This design comes from an exercise in tuning for small area on the open sky130 flow, not from production work.
The RTL was checked by simulation tests, not by an equivalence proof against the original design.

==> job 9935 <==
// fa_mac_slot
module fa_mac_slot (
    input  wire         clk,
    input  wire         gsr,
    input  wire         gwe,
    input  wire [63:0]  x,
    input  wire [63:0]  y,
    input  wire [3:0]   ce,
    input  wire [3:0]   rst,
    input  wire [3:0]   aclr,
    input  wire [3:0]   sub,
    input  wire [7:0]   op_mode,
    input  wire [3:0]   sign_x,
    input  wire [3:0]   sign_y,
    input  wire [3:0]   frac,
    input  wire [3:0]   in_delay,
    input  wire [7:0]   rnd,
    input  wire [3:0]   sat,
    input  wire [7:0]   out_fmt,
    input  wire [39:0]  cin,
    output wire [39:0]  cout,
    output wire [159:0] out
);
Settings: LEC_CHECK=0, CAP_MARGIN=20, CORE_MARGIN=2, CORE_UTILIZATION=80, CTS_BUF_LIST=sky130_fd_sc_hd__clkbuf_4 sky130_fd_sc_hd__clkbuf_8, CTS_CLUSTER_DIAMETER=60, CTS_CLUSTER_SIZE=15, SLEW_MARGIN=20, SYNTH_HIERARCHICAL=1, SYNTH_MINIMUM_KEEP_SIZE=0; clock period 12.0 ns.
standard.sh (not shown) runs the stock make flow with config.mk's settings and CLKGATE_MAP_FILE= SYNTH_SCRIPT=/design/flow/synth_recipe.tcl, a recipe that flattens the netlist after the stock synthesis.
==> flow/flow/run.sh <==
#!/bin/bash
# The standard layout (standard.sh), run in two parts:
# 1. the standard synthesis, unchanged;
# 2. floorplan to final layout, where
#    - the buffers placed on the input and output ports are the smallest
#      buffer cell (buf_1) instead of the default delay cell, and
#    - the repair steps may buffer nets only with the small buffers
#      buf_1 and buf_2 (buf_4 and larger are marked don't-use after
#      synthesis).
set -euo pipefail
bash standard.sh synth > standard_synth.log 2>&1
export BUFFER_PORTS_ARGS="-buffer_cell sky130_fd_sc_hd__buf_1"
export DONT_USE_CELLS="sky130_fd_sc_hd__buf_4 sky130_fd_sc_hd__buf_6 sky130_fd_sc_hd__buf_8 sky130_fd_sc_hd__buf_12 sky130_fd_sc_hd__buf_16"
bash standard.sh > standard.log 2>&1
==> inputs of job 7567, as changes to job 9935 <==
==> flow/flow/run.sh (replaced) <==
#!/bin/bash
# The standard layout (the standard.sh: standard synthesis, floorplan,
# placement, CTS, routing), except that the buffers placed on the input and
# output ports are the smallest buffer cell instead of the default delay cell.
set -euo pipefail
export BUFFER_PORTS_ARGS="-buffer_cell sky130_fd_sc_hd__buf_1"
bash standard.sh > standard.log 2>&1
CORE_UTILIZATION = 85   (was 80)
==> inputs of job 9254, as changes to job 9935 <==
--- a/flow/design.v
+++ b/flow/design.v
@@ -18,13 +18,15 @@
     input  wire [1:0]  out_fmt,
     input  wire [39:0] cin,
     output wire [39:0] cout,
     output reg  [39:0] out
 );
-    reg        sign_x_r, sign_y_r, frac_r;
+    reg  [1:0] mode_r;
+    reg        sign_x_r, sign_y_r, frac_r, sat_r;
     always @(posedge clk) begin
-        sign_x_r <= sign_x; sign_y_r <= sign_y; frac_r <= frac;
+        mode_r <= op_mode; sign_x_r <= sign_x; sign_y_r <= sign_y;
+        frac_r <= frac;    sat_r <= sat;
     end
     wire clear   = gsr | (gwe & rst);
     wire advance = gwe & ce & ~rst & ~gsr;
     wire load    = advance | clear;
     reg [15:0] x0, y0;
@@ -38,18 +40,18 @@
         if (clear)        k0 <= 1'b1;
         else if (advance) k0 <= 1'b0;
     end
     reg [15:0] x1, y1;
     reg        aclr1, sub1, k1;
-    wire s1_d = advance & in_delay;
-    wire s1_x = advance & ~in_delay;
-    wire s1_h = ~advance;
     always @(posedge clk) begin
-        x1    <= (x0 & {16{s1_d}})  | (x & {16{s1_x}})  | (x1 & {16{s1_h}});
-        y1    <= (y0 & {16{s1_d}})  | (y & {16{s1_x}})  | (y1 & {16{s1_h}});
-        aclr1 <= (aclr0 & s1_d)     | (aclr & s1_x)     | (aclr1 & s1_h);
-        sub1  <= (sub0 & s1_d)      | (sub & s1_x)      | (sub1 & s1_h);
+        if (advance) begin
+            if (in_delay) begin
+                x1 <= x0; y1 <= y0; aclr1 <= aclr0; sub1 <= sub0;
+            end else begin
+                x1 <= x;  y1 <= y;  aclr1 <= aclr;  sub1 <= sub;
+            end
+        end
     end
     always @(posedge clk) begin
         if (clear)        k1 <= 1'b1;
         else if (advance) k1 <= in_delay & k0;
     end
@@ -1109,35 +1111,32 @@
   assign v[33] = m_424;
   assign v[34] = m_426;
     wire p_2_31 = (x1 == 16'h8000) & (y1 == 16'h8000) & ~(sign_x_r ^ sign_y_r);
     wire over_p = ~v[34] & (v[33] | v[32] | v[31]);
     wire over_n = (v[34] & ~(v[33] & v[32] & v[31])) | p_2_31;
-    wire over   = frac_r & sat & (sub1 ? over_n : over_p);
+    wire over   = frac_r & sat_r & (sub1 ? over_n : over_p);
     wire kill   = k1 | clear;
     wire p_zero = over | kill;                
     wire p_one_hi = over & ~kill & sub1;      
     wire p_one_lo = over & ~kill & ~sub1;     
     wire p_one_0  = over & ~kill;             
-    wire p_v   = load & ~p_zero;
-    wire p_h   = ~load;
-    wire p_1hi = load & p_one_hi;
-    wire p_1lo = load & p_one_lo;
-    wire p_10  = load & p_one_0;
+    wire [34:0] p_next;
+    assign p_next[34:31] = (v[34:31] & {4{~p_zero}}) | {4{p_one_hi}};
+    assign p_next[30:1]  = (v[30:1] & {30{~p_zero}}) | {30{p_one_lo}};
+    assign p_next[0]     = (v[0] & ~p_zero) | p_one_0;
     reg [34:0] p2;
     reg        aclr2;
     always @(posedge clk) begin
-        p2[34:31] <= (v[34:31] & {4{p_v}})  | (p2[34:31] & {4{p_h}})  | {4{p_1hi}};
-        p2[30:1]  <= (v[30:1] & {30{p_v}})  | (p2[30:1] & {30{p_h}})  | {30{p_1lo}};
-        p2[0]     <= (v[0] & p_v)           | (p2[0] & p_h)           | p_10;
+        if (load) p2 <= p_next;
     end
     always @(posedge clk) begin
         if (clear)        aclr2 <= 1'b0;
         else if (advance) aclr2 <= aclr1 & ~k1;
     end
     reg  [39:0] z3;
-    wire sel_z = (op_mode == 2'b01) & ~aclr2;
-    wire sel_c = (op_mode == 2'b10);
+    wire sel_z = (mode_r == 2'b01) & ~aclr2;
+    wire sel_c = (mode_r == 2'b10);
     wire [39:0] base = (z3 & {40{sel_z}}) | (cin & {40{sel_c}});
     wire [39:0] sum;
     wire        sum40;
   wire a_s1;
   wire a_c1;
@@ -1406,21 +1405,19 @@
   assign sum[36] = a_85;
   assign sum[37] = a_87;
   assign sum[38] = a_89;
   assign sum[39] = a_91;
   assign sum40 = base[39] ^ p2[34] ^ a_94;
-    wire ovf    = sat & (sum40 ^ sum[39]);
+    wire ovf    = sat_r & (sum40 ^ sum[39]);
     wire z_zero = ovf | clear;
     wire z_one_hi = ovf & ~clear & sum40;
     wire z_one_lo = ovf & ~clear & ~sum40;
-    wire z_s   = load & ~z_zero;
-    wire z_h   = ~load;
-    wire z_1hi = load & z_one_hi;
-    wire z_1lo = load & z_one_lo;
+    wire [39:0] z_next;
+    assign z_next[39]   = (sum[39] & ~z_zero) | z_one_hi;
+    assign z_next[38:0] = (sum[38:0] & {39{~z_zero}}) | {39{z_one_lo}};
     always @(posedge clk) begin
-        z3[39]   <= (sum[39] & z_s)            | (z3[39] & z_h)            | z_1hi;
-        z3[38:0] <= (sum[38:0] & {39{z_s}})    | (z3[38:0] & {39{z_h}})    | {39{z_1lo}};
+        if (load) z3 <= z_next;
     end
     assign cout = z3;
     wire in_range = (z3[39:31] == 9'h000) | (z3[39:31] == 9'h1FF);
     wire clamp    = sat & ~in_range;
     wire [31:0] out32 = clamp ? {z3[39], {31{~z3[39]}}} : z3[31:0];
==> flow/run.sh (new file) <==
#!/bin/bash
# synth_recipe.tcl (not shown) runs the flow's synth.tcl, then flattens the netlist and writes it again
# the make line also repeats each setting of config.mk as NAME=value (left out here)
make -C /OpenROAD-flow-scripts/flow DESIGN_CONFIG=/design/flow/config.mk WORK_HOME=/design/flow/orfs CLKGATE_MAP_FILE= SYNTH_SCRIPT=/design/flow/synth_recipe.tcl finish
CORE_UTILIZATION = 40   (was 80)
CTS_BUF_LIST = unset   (was sky130_fd_sc_hd__clkbuf_4 sky130_fd_sc_hd__clkbuf_8)
CTS_CLUSTER_DIAMETER = unset   (was 60)
CTS_CLUSTER_SIZE = unset   (was 15)
removed: flow/flow/run.sh
removed: flow/standard.sh
==> run notes <==
Via count of the first global-routing pass: job 9254 47809; job 7567 58455; job 9935 54037
Last element of the critical path: job 9254 g_unit[0].unit.p2[29]; job 7567 g_unit[2].unit.p2[11]; job 9935 g_unit[0].unit.p2[16]
Clk root buf: job 9254 clkbuf_16; job 7567 clkbuf_8; job 9935 clkbuf_8
Global-route wire length before repair: job 9254 304 mm; job 7567 342 mm; job 9935 313 mm
Flop2flop setup slack: job 9254 1700 ps; job 7567 420 ps; job 9935 1150 ps
Part of the Yosys area used for sequential elements: job 9254 27.7%; job 7567 21.7%; job 9935 21.7%
Beginning of the worst hold path: job 9254 g_unit[2].unit.k0; job 7567 g_unit[3].unit.k0; job 9935 g_unit[0].unit.k0
Die height: job 9254 406 um; job 7567 273 um; job 9935 281 um
Number of non-clock inverters in the layout: job 9254 220; job 7567 144; job 9935 144
Sinks on Clock Net: job 9254 608; job 7567 596; job 9935 596
Critical path buffer and inverter count: job 9254 2; job 7567 1; job 9935 3
Number of cell instances on the worst register-to-register path: job 9254 26; job 7567 26; job 9935 25
Layout net count: job 9254 7023; job 7567 7290; job 9935 7298
Most common library cell in the layout ignoring fill and taps: job 9254 fa_1; job 7567 xnor2_1; job 9935 xnor2_1
Run status: job 9254 complete, no violations; job 7567 complete, no violations; job 9935 complete, no violations
Placeable core region: job 9254 160000 sq um; job 7567 71500 sq um; job 9935 75900 sq um
Post-Route Skew: job 9254 63.6 ps; job 7567 61.5 ps; job 9935 39.9 ps
Area share of and/or/nand/nor cells after synthesis: job 9254 8.32%; job 7567 9.50%; job 9935 9.50%
FF/Latch Area: job 9254 17900 sq um; job 7567 13300 sq um; job 9935 13300 sq um
Number of H-tree branching levels: job 9254 3; job 7567 2; job 9935 2
Cell taking the most area after synthesis: job 9254 edfxtp_1; job 7567 fa_1; job 9935 fa_1
Relative max-transition margin: job 9254 22.2%; job 7567 19.2%; job 9935 21.6%

## static timing again, ports no longer ideal
The results above use ideal ports. As a check the final layouts listed here were re-extracted and re-timed, cells and wires unchanged.
Step 1, drivers: a clkbuf_16 drives clk and a buf_2 each remaining input, both assumed.
Step 2 moves the port delays by t, midway between the first and last clock arrival at a register: inputs arrive t later, outputs are due t later. That takes back most of the time a late clock gives input paths.
a / b / c = no drivers / after step 1 / after step 2; a / b = the first two.
run	t (ns)	slack for setup (ns)	latest minus earliest clock arrival (ns)	slew at the worst register clock pin (ns)	pins driven straight from the clock port
job 9935	0.796	1.149 / 1.149 / 0.996	0.045 / 0.045	0.10 / 0.10	1
job 7567	0.832	0.419 / 0.419 / 0.419	0.062 / 0.062	0.12 / 0.12	1
job 9254	0.768	1.699 / 1.699 / 1.151	0.063 / 0.064	0.08 / 0.08	1
After both steps every run listed still meets setup and hold. For job 9254, which loses most, drivers alone change the setup slack by 0.000 ns; drivers and shift together by -0.548 ns.
